Background: an optimization exercise with open tools, aiming at a short achievable clock period and few clock cycles per item. Do not read the settings as production practice. Function was checked by simulation only, so behaviour that the tests miss may differ from the original.

==> inputs of 01-21 <==
// chk_unit
module chk_unit (
    input  wire        clk,
    input  wire        rst,
    input  wire        req_valid,
    input  wire        req_write,
    input  wire [8:0]  req_addr,
    input  wire [31:0] req_wdata,
    output wire        req_ready,
    output reg         resp_valid,
    output reg  [1:0]  resp_status,
    output reg  [31:0] resp_rdata
);
clock: 28.0 ns
lec_check: 0
cap_margin: 40
core_margin: 2
core_utilization: 30
slew_margin: 30
run.sh (not shown) runs the stock make flow with config.mk's settings and CLKGATE_MAP_FILE= SYNTH_SCRIPT=/design/flow/synth_recipe.tcl, a recipe that flattens the netlist after the stock synthesis.
==> 08-11 (differences from 01-21) <==
--- a/flow/design.v
+++ b/flow/design.v
@@ -59,15 +59,14 @@
     reg         do_f2;         
     reg  [4:0]  msel;          
     reg  [4:0]  msel2;         
     reg         two;           
     reg         sec;           
     reg  [10:0] fcode;         
     reg  [7:0]  ptherm;        
-    reg  [12:0] jsel;          
     reg         fadd;          
     reg         sel_ia, sel_hp, sel_fold;    
     reg         cpend;         
     reg         vq;
     reg  [2:0]  fin_k;         
     reg  [31:0] din;           
     reg         din_v;
@@ -196,53 +195,46 @@
     wire        push      = din_v && (!hold_full || !pre);
     wire        absorb    = din_v && hold_full && !pre;
     wire [63:0] q0_rf     = refl_bytes({32'd0, q0});
     wire [31:0] q0_in     = cfg_refin ? q0_rf[31:0] : q0;
     wire [63:0] s_t       = crc ^ {q0_in, 32'd0};
     wire [63:0] s_next    = {s_t[31:0], 32'd0} ^ gsum(s_t[63:32], gm);
     wire [95:0] held   = {q0, q1, q2};
+    wire [3:0]  j_b    = (nws == 2'd0) ? 4'd0 : {qn - 2'd1, 2'b00} + {1'b0, fin_k};
     wire        is_short = chkmode && ((nws == 2'd0) ||
                                        (nws == 2'd1 && {1'b0, fin_k} <= nb) ||
                                        (nws == 2'd2 && ({1'b0, fin_k} + 4'd4) <= nb));
     wire [63:0] pmask  = {{8{ptherm[7]}}, {8{ptherm[6]}}, {8{ptherm[5]}}, {8{ptherm[4]}},
                           {8{ptherm[3]}}, {8{ptherm[2]}}, {8{ptherm[1]}}, {8{ptherm[0]}}};
     wire [63:0] hp_raw = held[95:32] & pmask;
     wire [63:0] hp     = cfg_refin ? refl_bytes(hp_raw) : hp_raw;
     wire [31:0] n_b    = (nws == 2'd0) ? 32'd0 : lenw - 32'd4 + {29'd0, fin_k};
-    reg  [95:0] chk_sh;
-    integer     jx;
-    always @(*) begin
-        chk_sh = 96'd0;
-        for (jx = 1; jx <= 12; jx = jx + 1)
-            if (jsel[jx]) chk_sh = chk_sh | (held >> (8 * (12 - jx)));
-    end
+    wire [95:0] chk_sh = held >> (8 * (4'd12 - j_b));
     wire [63:0] nbmask = ~64'd0 >> (8 * (4'd8 - nb));
     wire [63:0] chk_be = chk_sh[63:0] & nbmask;
     wire [63:0] chk_v  = cfg_chk_lsb ? (rev64_bytes(chk_be) >> (8 * (4'd8 - nb))) : chk_be;
     wire [63:0] chk_x  = (chk_v ^ xorout) & wmask;
     wire [63:0] exp_b  = cfg_refout ? rev64(chk_x) : (chk_x << shamt);
     wire        hiok_b = ((chk_v & ~wmask) == 64'd0);
     wire [1:0]  qn_n    = qn + {1'b0, push && !absorb};
     wire [1:0]  nws_n   = (dnew && nws != 2'd3) ? nws + 2'd1 : nws;
     reg  [43:0] cand_oh;       
     reg  [31:0] cand_th;       
-    reg  [51:0] cand_j;        
     integer     ck;
     reg  [3:0]  kv, cj, cp;
     reg         cs;
     always @(*) begin
         for (ck = 0; ck < 4; ck = ck + 1) begin
             kv = ck + 1;
             cj = (nws_n == 2'd0) ? 4'd0 : {qn_n - 2'd1, 2'b00} + kv;
             cs = (nws_n == 2'd0) || (nws_n == 2'd1 && kv <= nb) ||
                  (nws_n == 2'd2 && kv + 4'd4 <= nb);
             cp = (chkmode && !cs) ? cj - nb : cj;
             cand_oh[11 * ck +: 11] = mcode(cp);
             cand_th[8 * ck +: 8] = ~(8'hFF >> cp);
-            cand_j[13 * ck +: 13] = 13'd1 << cj;
         end
     end
     wire [1:0]  k_ix = wd[1:0] - 2'd1;
     wire [63:0] t_in = (sel_ia ? ia : crc) ^ (sel_hp ? hp : 64'd0) ^
                        (sel_fold ? fold_al : 64'd0);
     reg  [31:0] t_hi;
     reg  [63:0] t_lo;
@@ -385,15 +377,14 @@
             do_f1        <= 1'b0;
             do_f2        <= 1'b0;
             msel         <= 5'd1;
             msel2        <= 5'd1;
             two          <= 1'b0;
             sec          <= 1'b0;
             ptherm       <= 8'd0;
-            jsel         <= 13'd1;
             fcode        <= 11'd0;
             fadd         <= 1'b0;
             sel_ia       <= 1'b0;
             sel_hp       <= 1'b0;
             sel_fold     <= 1'b0;
             cpend        <= 1'b0;
             vq           <= 1'b0;
@@ -421,15 +412,14 @@
             sel_ia   <= dpre_n && !sec_n;
             sel_hp   <= df1_n && !sec_n;
             sel_fold <= !sec_n && !df1_n && fadd_n;
             sec <= sec_n;
             if (finish_acc) begin
                 fcode  <= wd[31] ? mcode(4'd0) : cand_oh[11 * k_ix +: 11];
                 ptherm <= wd[31] ? 8'd0 : cand_th[8 * k_ix +: 8];
-                jsel   <= wd[31] ? 13'd1 : cand_j[13 * k_ix +: 13];
             end
             if (start_acc) begin
                 {two, msel2, msel} <= mcode((cfg_fold == 2'd1) ? flen : 4'd0);
                 fadd   <= (cfg_fold == 2'd1);
             end else if ((do_pre || do_f1 || do_f2) && !t_last) begin
                 msel   <= msel2;
                 two    <= 1'b0;
==> flow/config.mk (replaced) <==
export PLATFORM = sky130hd
export DESIGN_NAME = chk_unit
export DESIGN_NICKNAME = chk_unit
export VERILOG_FILES = /design/flow/design.v
export SDC_FILE = /design/flow/constraint.sdc
export NUM_CORES = 4
export LEC_CHECK = 0
export CAP_MARGIN = 40
export CORE_MARGIN = 2
export CORE_UTILIZATION = 35
export SLEW_MARGIN = 30
==> 03-03 (differences from 01-21) <==
--- a/flow/design.v
+++ b/flow/design.v
@@ -59,15 +59,14 @@
     reg         do_f2;         
     reg  [4:0]  msel;          
     reg  [4:0]  msel2;         
     reg         two;           
     reg         sec;           
     reg  [10:0] fcode;         
     reg  [7:0]  ptherm;        
-    reg  [12:0] jsel;          
     reg         fadd;          
     reg         sel_ia, sel_hp, sel_fold;    
     reg         cpend;         
     reg         vq;
     reg  [2:0]  fin_k;         
     reg  [31:0] din;           
     reg         din_v;
@@ -196,53 +195,46 @@
     wire        push      = din_v && (!hold_full || !pre);
     wire        absorb    = din_v && hold_full && !pre;
     wire [63:0] q0_rf     = refl_bytes({32'd0, q0});
     wire [31:0] q0_in     = cfg_refin ? q0_rf[31:0] : q0;
     wire [63:0] s_t       = crc ^ {q0_in, 32'd0};
     wire [63:0] s_next    = {s_t[31:0], 32'd0} ^ gsum(s_t[63:32], gm);
     wire [95:0] held   = {q0, q1, q2};
+    wire [3:0]  j_b    = (nws == 2'd0) ? 4'd0 : {qn - 2'd1, 2'b00} + {1'b0, fin_k};
     wire        is_short = chkmode && ((nws == 2'd0) ||
                                        (nws == 2'd1 && {1'b0, fin_k} <= nb) ||
                                        (nws == 2'd2 && ({1'b0, fin_k} + 4'd4) <= nb));
     wire [63:0] pmask  = {{8{ptherm[7]}}, {8{ptherm[6]}}, {8{ptherm[5]}}, {8{ptherm[4]}},
                           {8{ptherm[3]}}, {8{ptherm[2]}}, {8{ptherm[1]}}, {8{ptherm[0]}}};
     wire [63:0] hp_raw = held[95:32] & pmask;
     wire [63:0] hp     = cfg_refin ? refl_bytes(hp_raw) : hp_raw;
     wire [31:0] n_b    = (nws == 2'd0) ? 32'd0 : lenw - 32'd4 + {29'd0, fin_k};
-    reg  [95:0] chk_sh;
-    integer     jx;
-    always @(*) begin
-        chk_sh = 96'd0;
-        for (jx = 1; jx <= 12; jx = jx + 1)
-            if (jsel[jx]) chk_sh = chk_sh | (held >> (8 * (12 - jx)));
-    end
+    wire [95:0] chk_sh = held >> (8 * (4'd12 - j_b));
     wire [63:0] nbmask = ~64'd0 >> (8 * (4'd8 - nb));
     wire [63:0] chk_be = chk_sh[63:0] & nbmask;
     wire [63:0] chk_v  = cfg_chk_lsb ? (rev64_bytes(chk_be) >> (8 * (4'd8 - nb))) : chk_be;
     wire [63:0] chk_x  = (chk_v ^ xorout) & wmask;
     wire [63:0] exp_b  = cfg_refout ? rev64(chk_x) : (chk_x << shamt);
     wire        hiok_b = ((chk_v & ~wmask) == 64'd0);
     wire [1:0]  qn_n    = qn + {1'b0, push && !absorb};
     wire [1:0]  nws_n   = (dnew && nws != 2'd3) ? nws + 2'd1 : nws;
     reg  [43:0] cand_oh;       
     reg  [31:0] cand_th;       
-    reg  [51:0] cand_j;        
     integer     ck;
     reg  [3:0]  kv, cj, cp;
     reg         cs;
     always @(*) begin
         for (ck = 0; ck < 4; ck = ck + 1) begin
             kv = ck + 1;
             cj = (nws_n == 2'd0) ? 4'd0 : {qn_n - 2'd1, 2'b00} + kv;
             cs = (nws_n == 2'd0) || (nws_n == 2'd1 && kv <= nb) ||
                  (nws_n == 2'd2 && kv + 4'd4 <= nb);
             cp = (chkmode && !cs) ? cj - nb : cj;
             cand_oh[11 * ck +: 11] = mcode(cp);
             cand_th[8 * ck +: 8] = ~(8'hFF >> cp);
-            cand_j[13 * ck +: 13] = 13'd1 << cj;
         end
     end
     wire [1:0]  k_ix = wd[1:0] - 2'd1;
     wire [63:0] t_in = (sel_ia ? ia : crc) ^ (sel_hp ? hp : 64'd0) ^
                        (sel_fold ? fold_al : 64'd0);
     reg  [31:0] t_hi;
     reg  [63:0] t_lo;
@@ -254,20 +246,21 @@
             if (msel[tm]) begin
                 t_hi = t_hi | (t_in >> (64 - 8 * tm));
                 t_lo = t_lo | (t_in << (8 * tm));
             end
     end
     wire [63:0] t_next = t_lo ^ gsum(t_hi, gm);
     wire        t_last = !two;
-    wire        commit  = t_last && do_f2;
-    wire [63:0] c_exp   = exp_q;
-    wire        c_short = short_q;
-    wire        c_hiok  = hiok_q;
-    wire [31:0] c_n     = n_q;
-    wire [63:0] c_bsum  = bsum_q;
+    wire        nosuf   = (cfg_fold != 2'd2);
+    wire        commit  = t_last && (do_f2 || (do_f1 && nosuf));
+    wire [63:0] c_exp   = do_f2 ? exp_q : exp_b;
+    wire        c_short = do_f2 ? short_q : is_short;
+    wire        c_hiok  = do_f2 ? hiok_q : hiok_b;
+    wire [31:0] c_n     = do_f2 ? n_q : n_b;
+    wire [63:0] c_bsum  = do_f2 ? bsum_q : bytes_cnt + {32'd0, n_b};
     wire [63:0] t_diff  = t_lo ^ c_exp ^ gsum(t_hi, gm);
     wire        verdict = !c_short && c_hiok && (t_diff == 64'd0);
     reg  [2047:0] g_n;
     integer       gi;
     always @(*) begin
         g_n[63:0] = pa;
         for (gi = 1; gi < 32; gi = gi + 1)
@@ -385,15 +378,14 @@
             do_f1        <= 1'b0;
             do_f2        <= 1'b0;
             msel         <= 5'd1;
             msel2        <= 5'd1;
             two          <= 1'b0;
             sec          <= 1'b0;
             ptherm       <= 8'd0;
-            jsel         <= 13'd1;
             fcode        <= 11'd0;
             fadd         <= 1'b0;
             sel_ia       <= 1'b0;
             sel_hp       <= 1'b0;
             sel_fold     <= 1'b0;
             cpend        <= 1'b0;
             vq           <= 1'b0;
@@ -421,15 +413,14 @@
             sel_ia   <= dpre_n && !sec_n;
             sel_hp   <= df1_n && !sec_n;
             sel_fold <= !sec_n && !df1_n && fadd_n;
             sec <= sec_n;
             if (finish_acc) begin
                 fcode  <= wd[31] ? mcode(4'd0) : cand_oh[11 * k_ix +: 11];
                 ptherm <= wd[31] ? 8'd0 : cand_th[8 * k_ix +: 8];
-                jsel   <= wd[31] ? 13'd1 : cand_j[13 * k_ix +: 13];
             end
             if (start_acc) begin
                 {two, msel2, msel} <= mcode((cfg_fold == 2'd1) ? flen : 4'd0);
                 fadd   <= (cfg_fold == 2'd1);
             end else if ((do_pre || do_f1 || do_f2) && !t_last) begin
                 msel   <= msel2;
                 two    <= 1'b0;
==> flow_metrics.tcl <==
set metrics [dict create \
    status "timing/DRC/antenna clean" \
    min_to "fold[18]$_SDFFE_PP0P_" \
    multi_input_area_share 0.547 \
    start_util 0.351 \
    slew_headroom 0.233 \
    path_cells "clkdlybuf4s50_1 -> nand2b_1 -> nor2_1 -> nand2_1 -> buf_4 -> o22ai_1 -> a2111oi_0 -> nand4_1 -> a211oi_1 -> nor2_1" \
    multi_input_area_mm2 0.136 \
    mostFrequentLayoutCells "nand2_1, xnor2_1, dfxtp_1" \
    tap_cells 8322 \
]
That was 08-11.
==> flow_metrics.tcl <==
set metrics [dict create \
    status "timing/DRC/antenna clean" \
    start_util 0.301 \
    tap_cells 9889 \
    mostFrequentLayoutCells "nand2_1, xnor2_1, dfxtp_1" \
    rr_endpoint "vq$_SDFFE_PP0P_" \
    drcViolationCount 0 \
    design.core.area_mm2 0.746 \
    min_to "fold[6]$_SDFFE_PP0P_" \
    multi_input_area_share 0.550 \
    regMostFlops "gm" \
]
That was 03-03.
==> flow_metrics.tcl <==
set metrics [dict create \
    path_cells "clkdlybuf4s50_1 -> nor2b_1 -> nor2b_1 -> nand2_1 -> or4_2 -> buf_4 -> a221oi_1 -> a2bb2oi_1 -> o221ai_1 -> a21oi_1" \
    slew_headroom 0.212 \
    status "timing/DRC/antenna clean" \
    p_clk_frac 0.334 \
    multi_input_area_share 0.543 \
    holdWs_ps 395 \
    setup_tns_ps 0 \
    seq_area_frac 0.316 \
    mostFrequentLayoutCells "nand2_1, xnor2_1, dfxtp_1" \
    multi_input_area_mm2 0.134 \
    reg2regPathDepth 21 \
    start_util 0.301 \
]
That was 01-21.
Testbench counts of 01-21, summed over its fixed seeds: cycles 8,509, bytes 20,988.
Testbench counts of 08-11, summed over its fixed seeds: cycles 8,509, bytes 20,988.
Testbench counts of 03-03, summed over its fixed seeds: cycles 8,400, bytes 20,988.

==> what the ideal ports hide <==
Ports are ideal in the flow. The routed layouts listed here were re-timed in OpenROAD.
Step 1: set_driving_cell puts a clkbuf_16 on clk and a buf_2 on each other input, an assumption about the parent block.
Step 2 times the ports against the registers' clock, not the clock port: input delays grow and output delays shrink by t, the midpoint of the rising clock arrivals with the driver on.
Three values: ideal ports, drivers, drivers and shift; two values: the first two.
run	t, ns	setup slack, ns	worst setup path at the end
01-21	1.194	18.803 / 18.829 / 17.634	input to register
08-11	1.222	18.752 / 18.853 / 17.636	input to register
03-03	1.226	16.850 / 16.850 / 16.758	input to register
After both steps every run listed still meets setup and hold. The setup slack of 01-21, which loses most, moves by +0.026 ns with the drivers and by -1.169 ns with both steps.
